Background: an optimization exercise with open tools, aiming at small area, a short achievable clock period and few clock cycles per item. Do not read the settings as production practice. Power and IR drop assume default switching activity.

==> flow/design.v <==
module lzw_enc (
    input  wire       clk,
    input  wire       rst,
    input  wire       in_valid,
    output wire       in_ready,
    input  wire [7:0] in_data,
    input  wire       in_last,
    input  wire       in_fc,
    output wire       out_valid,
    input  wire       out_ready,
    output wire [7:0] out_data,
    output wire       out_last
);
    localparam PB = 48;    
    reg        kv, kl, kf;      
    reg  [7:0] kd;
    reg        sv, sl, sf;      
    reg  [7:0] sd;
    reg        irdy;            
    assign in_ready = irdy;
    wire take_in = in_valid & irdy;
    reg  [8:0] w;       
    reg        wv;      
    reg        tl;      
    reg        fc;      
    reg        pend;    
    reg  [7:0] nx;      
    reg  [8:0] dp [2:127];
    reg  [7:0] db [2:127];
    reg        ev;      
    reg  [8:0] ec;      
    reg        eclr;    
    reg        etl;     
    reg  [PB-1:0]   pb;
    reg  [5:0]      pc;
    reg  [PB/8-1:0] lb;      
    reg             ov;
    assign out_valid = ov;
    assign out_data  = pb[7:0];
    assign out_last  = lb[0];
    wire [5:0] e_room = !ev ? 6'd0 :
                        (eclr & etl) ? 6'd34 :
                        etl ? 6'd25 :
                        eclr ? 6'd18 : 6'd9;
    wire [6:0] fill = {1'b0, pc} + {1'b0, e_room};
    wire stall_s = fill > (pend ? PB - 18 : PB - 9);
    wire stall_t = fill > PB - 34;
    wire tgo   = tl & ~stall_t;                     
    wire go    = kv & (tl ? ~stall_t : ~stall_s);   
    wire [15:0] grp_gt, grp_eq;
    wire [7:0]  pos_gt, pos_eq;
    genvar g;
    generate
        for (g = 0; g < 16; g = g + 1) begin : g_grp
            assign grp_gt[g] = nx[7] | (nx[6:3] > g);
            assign grp_eq[g] = ~nx[7] & (nx[6:3] == g);
        end
        for (g = 0; g < 8; g = g + 1) begin : g_pos
            assign pos_gt[g] = nx[2:0] > g;
            assign pos_eq[g] = nx[2:0] == g;
        end
    endgenerate
    wire [127:0] m;
    assign m[1:0] = 2'b00;
    generate
        for (g = 2; g < 128; g = g + 1) begin : g_ent
            wire vld = grp_gt[g >> 3] | (grp_eq[g >> 3] & pos_gt[g & 7]);
            wire wen = grp_eq[g >> 3] & pos_eq[g & 7];
            assign m[g] = vld && (dp[g] == w) && (db[g] == kd);
            always @(posedge clk)
                if (wen) begin
                    dp[g] <= w;
                    db[g] <= kd;
                end
        end
    endgenerate
    wire hit = |m;
    wire [6:0] hj;
    generate
        for (g = 0; g < 7; g = g + 1) begin : g_enc
            wire [127:0] sel;
            genvar j;
            for (j = 0; j < 128; j = j + 1) begin : g_b
                if (((j >> g) & 1) != 0) begin : g_on
                    assign sel[j] = m[j];
                end else begin : g_off
                    assign sel[j] = 1'b0;
                end
            end
            assign hj[g] = |sel;
        end
    endgenerate
    wire [6:0] hj0;
    generate
        for (g = 0; g < 7; g = g + 1) begin : g_enc0
            wire [127:0] sel;
            genvar j;
            for (j = 0; j < 128; j = j + 1) begin : g_b
                if (((j >> g) & 1) == 0) begin : g_on
                    assign sel[j] = m[j];
                end else begin : g_off
                    assign sel[j] = 1'b0;
                end
            end
            assign hj0[g] = |sel;
        end
    endgenerate
    wire [8:0] w_nx = {wv & (hj[1] | hj0[1]),
                       kd[7] & ~(wv & (hj[0] | hj0[0])),
                       (wv ? hj : 7'd0) | (kd[6:0] & ~(wv ? hj0 : 7'd0))};
    wire miss = go & wv & ~hit;
    wire [26:0] ebits = !ev ? 27'd0 :
                        {(eclr & etl) ? 9'd257 : 9'd0,
                         eclr ? 9'd256 : (etl ? 9'd257 : 9'd0),
                         ec};
    wire [5:0]  e_n   = !ev ? 6'd0 :
                        (eclr & etl) ? 6'd27 :
                        (eclr | etl) ? 6'd18 : 6'd9;
    wire [PB-1:0] merged = pb | ({{(PB-27){1'b0}}, ebits} << pc);
    wire [6:0]  pc_s  = {1'b0, pc} + {1'b0, e_n};
    wire [6:0]  pc_r  = (ev & etl) ? ((pc_s + 7'd7) & 7'h78) : pc_s;
    wire [2:0]  lastb = pc_r[5:3] - 3'd1;
    wire [PB/8-1:0] lb_m = lb | ((ev & etl) ? ({{(PB/8-1){1'b0}}, 1'b1} << lastb) : {PB/8{1'b0}});
    wire pop = ov & out_ready;
    wire [6:0]  pc_n  = pop ? pc_r - 7'd8 : pc_r;
    always @(posedge clk) begin
        if (rst) begin
            kv   <= 1'b0;
            sv   <= 1'b0;
            irdy <= 1'b1;
            wv   <= 1'b0;
            tl   <= 1'b0;
            pend <= 1'b0;
            nx   <= 8'd2;
            ev   <= 1'b0;
            etl  <= 1'b0;
            pb   <= {PB{1'b0}};
            pc   <= 6'd0;
            lb   <= {PB/8{1'b0}};
            ov   <= 1'b0;
        end else begin
            ec <= w;
            if (go || !kv) begin
                if (sv) begin
                    kd <= sd; kl <= sl; kf <= sf;
                    sv <= 1'b0;
                    irdy <= 1'b1;
                end else begin
                    kd <= in_data; kl <= in_last; kf <= in_fc;
                    kv <= take_in;
                end
            end else if (take_in) begin
                sd <= in_data; sl <= in_last; sf <= in_fc;
                sv <= 1'b1;
                irdy <= 1'b0;
            end
            if (go)
                w <= w_nx;
            if (go) begin
                if (!wv) begin
                    fc   <= kf;
                    nx   <= 8'd2;
                    pend <= 1'b0;
                end else if (!hit) begin
                    if (pend) begin
                        nx   <= 8'd2;
                        pend <= 1'b0;
                    end else if (!nx[7]) begin
                        nx <= nx + 8'd1;
                        if (nx == 8'd127 && fc)
                            pend <= 1'b1;
                    end
                end
                wv <= ~kl;
            end
            if (go && kl)
                tl <= 1'b1;
            else if (tgo)
                tl <= 1'b0;
            ev   <= miss | tgo;
            eclr <= pend;
            etl  <= tgo;
            pb <= pop ? (merged >> 8) : merged;
            lb <= pop ? (lb_m >> 1) : lb_m;
            pc <= pc_n[5:0];
            ov <= (pc_n >= 7'd8);
        end
    end
endmodule
Settings: LEC_CHECK=0, ABC_CLOCK_PERIOD_IN_PS=3000, CAP_MARGIN=20, CORE_MARGIN=2, CORE_UTILIZATION=50, CTS_BUF_LIST=sky130_fd_sc_hd__clkbuf_16, CTS_CLUSTER_DIAMETER=70, CTS_CLUSTER_SIZE=40, SETUP_SLACK_MARGIN=5, SLEW_MARGIN=20, TNS_END_PERCENT=10; clock period 10.0 ns.
standard.sh (not shown) runs the stock make flow with config.mk's settings and CLKGATE_MAP_FILE= SYNTH_SCRIPT=/design/flow/synth_recipe.tcl, a recipe that flattens the netlist after the stock synthesis.
==> flow/flow/run.sh <==
#!/bin/bash
# The standard layout (standard.sh), with repair_timing aiming for a larger setup margin.
set -euo pipefail
sed 's/SETUP_SLACK_MARGIN=[0-9.]*/SETUP_SLACK_MARGIN=7/' standard.sh > standard_margin.sh
bash standard_margin.sh > standard.log 2>&1
==> next run, changes <==
--- a/flow/flow/run.sh
+++ b/flow/flow/run.sh
@@ -4 +4 @@
-sed 's/SETUP_SLACK_MARGIN=[0-9.]*/SETUP_SLACK_MARGIN=7/' standard.sh > standard_margin.sh
+sed 's/SETUP_SLACK_MARGIN=[0-9.]*/SETUP_SLACK_MARGIN=7.5/' standard.sh > standard_margin.sh
Settings changed: CTS_CLUSTER_DIAMETER 70 to 60, CTS_CLUSTER_SIZE 40 to 30.
After rerunning:
- non-clock buffer count grows by 126
- clock skew rose by 0.0052 ns
- first-iteration DRC count rises by roughly a tenth
- area after synthesis stays the same
==> next run, changes <==
--- a/flow/flow/run.sh
+++ b/flow/flow/run.sh
@@ -4 +4 @@
-sed 's/SETUP_SLACK_MARGIN=[0-9.]*/SETUP_SLACK_MARGIN=7.5/' standard.sh > standard_margin.sh
+sed 's/SETUP_SLACK_MARGIN=[0-9.]*/SETUP_SLACK_MARGIN=7/' standard.sh > standard_margin.sh
Settings changed: CORE_UTILIZATION 50 to 60.
First-iteration DRC count goes down by 7.9%; setup slack degrades by 0.28 ns; via count goes down by 3.4%; design area goes down by 4.5%; synthesized cell count stays the same; routed wire length goes down by 9.3%; area after synthesis does not change; total power goes down by 3.9%; core utilization goes up by 8.7 points; clock power goes down by 7.3%.
==> next run, changes <==
Settings changed: CORE_UTILIZATION 60 to 50.
Wire length rises by 2.7%. Critical path depth is higher by 2. Power climbs by 1.5%. Core utilization decreases by 10 points. Global-route usage drops by 5.8 points.
No run of this note included a check of the RTL's function; only the layout flow was run.

* * *

== delta ==
Starts from the design.v that is shown in full above.
Settings: LEC_CHECK=0, ABC_CLOCK_PERIOD_IN_PS=3000, CAP_MARGIN=20, CORE_MARGIN=2, CORE_UTILIZATION=50, CTS_BUF_LIST=sky130_fd_sc_hd__clkbuf_16, CTS_CLUSTER_DIAMETER=60, CTS_CLUSTER_SIZE=30, SETUP_SLACK_MARGIN=5, SLEW_MARGIN=20, TNS_END_PERCENT=3; clock period 10.0 ns.
==> flow/flow/run.sh <==
#!/bin/bash
# The standard layout (standard.sh), with repair_timing aiming for a larger setup margin.
set -euo pipefail
sed 's/SETUP_SLACK_MARGIN=[0-9.]*/SETUP_SLACK_MARGIN=7/' standard.sh > standard_margin.sh
bash standard_margin.sh > standard.log 2>&1
delta ended with every stage complete and zero timing, DRC or antenna violations.
Input-level comparison between yarrow and delta:
# delta
export LEC_CHECK = 0
export ABC_CLOCK_PERIOD_IN_PS = 3000
export CAP_MARGIN = 20
export CORE_MARGIN = 2
export CORE_UTILIZATION = 50
export CTS_BUF_LIST = sky130_fd_sc_hd__clkbuf_16
export CTS_CLUSTER_DIAMETER = 60
export CTS_CLUSTER_SIZE = 30
export SETUP_SLACK_MARGIN = 5
export SLEW_MARGIN = 20
export TNS_END_PERCENT = 3
create_clock -name core_clock -period 10.0 [get_ports {clk}]
# yarrow
export LEC_CHECK = 0
export ABC_CLOCK_PERIOD_IN_PS = 3000
export CAP_MARGIN = 20
export CORE_MARGIN = 2
export CORE_UTILIZATION = 50
export CTS_BUF_LIST = sky130_fd_sc_hd__clkbuf_8
export CTS_CLUSTER_DIAMETER = 40
export CTS_CLUSTER_SIZE = 15
export SETUP_SLACK_MARGIN = 5
export SLEW_MARGIN = 20
export TNS_END_PERCENT = 10
create_clock -name core_clock -period 10.0 [get_ports {clk}]
Findings:
yarrow has part of the total power dissipated in the clock network above what delta had. yarrow vs. delta: number of diodes added for antenna fixing went down by 3. Met3 wire length (yarrow vs. delta) increases by more than a quarter.
No run of this note included a check of the RTL's function; only the layout flow was run.

## port drivers added, routing unchanged
Ports are ideal in the flow. The routed layouts listed here were re-timed in OpenROAD.
Step 1 (the two cells are an assumption about what drives the block):
set clk [get_ports {clk}]
set_driving_cell -lib_cell sky130_fd_sc_hd__clkbuf_16 $clk
set_driving_cell -lib_cell sky130_fd_sc_hd__buf_2 [delete_from_list [all_inputs] $clk]
Step 2 adds t to the input delays and takes it off the output delays; t is the mean of the earliest and latest rising clock arrival at the registers after step 1. Input paths then give back, and output paths get back, about the clock's delay inside the block.
Slacks: ideal / step 1 / step 2; pairs: ideal / step 1.
run | shift t [ns] | setup slack, ns | hold WS [ns] | worst setup path at the end | cell pins on the clock port's net
the first run of note 1 | 0.922 | 5.832 / 5.832 / 5.832 | 0.465 / 0.465 / 0.465 | register to register | 1
the second run of note 1 | 0.936 | 5.947 / 5.947 / 5.918 | 0.456 / 0.456 / 0.456 | input to register | 1
the third run of note 1 | 0.907 | 5.666 / 5.666 / 5.666 | 0.458 / 0.458 / 0.458 | register to register | 1
the fourth run of note 1 | 0.948 | 5.826 / 5.826 / 5.826 | 0.463 / 0.463 / 0.463 | register to register | 1
delta | 0.926 | 5.740 / 5.740 / 5.740 | 0.469 / 0.469 / 0.469 | register to register | 1
yarrow | 1.176 | 5.814 / 5.814 / 5.814 | 0.462 / 0.462 / 0.462 | register to register | 1
After both steps every run listed still meets setup and hold. The setup slack of the second run of note 1, which loses most, moves by 0.000 ns with the drivers and by -0.029 ns with both steps.
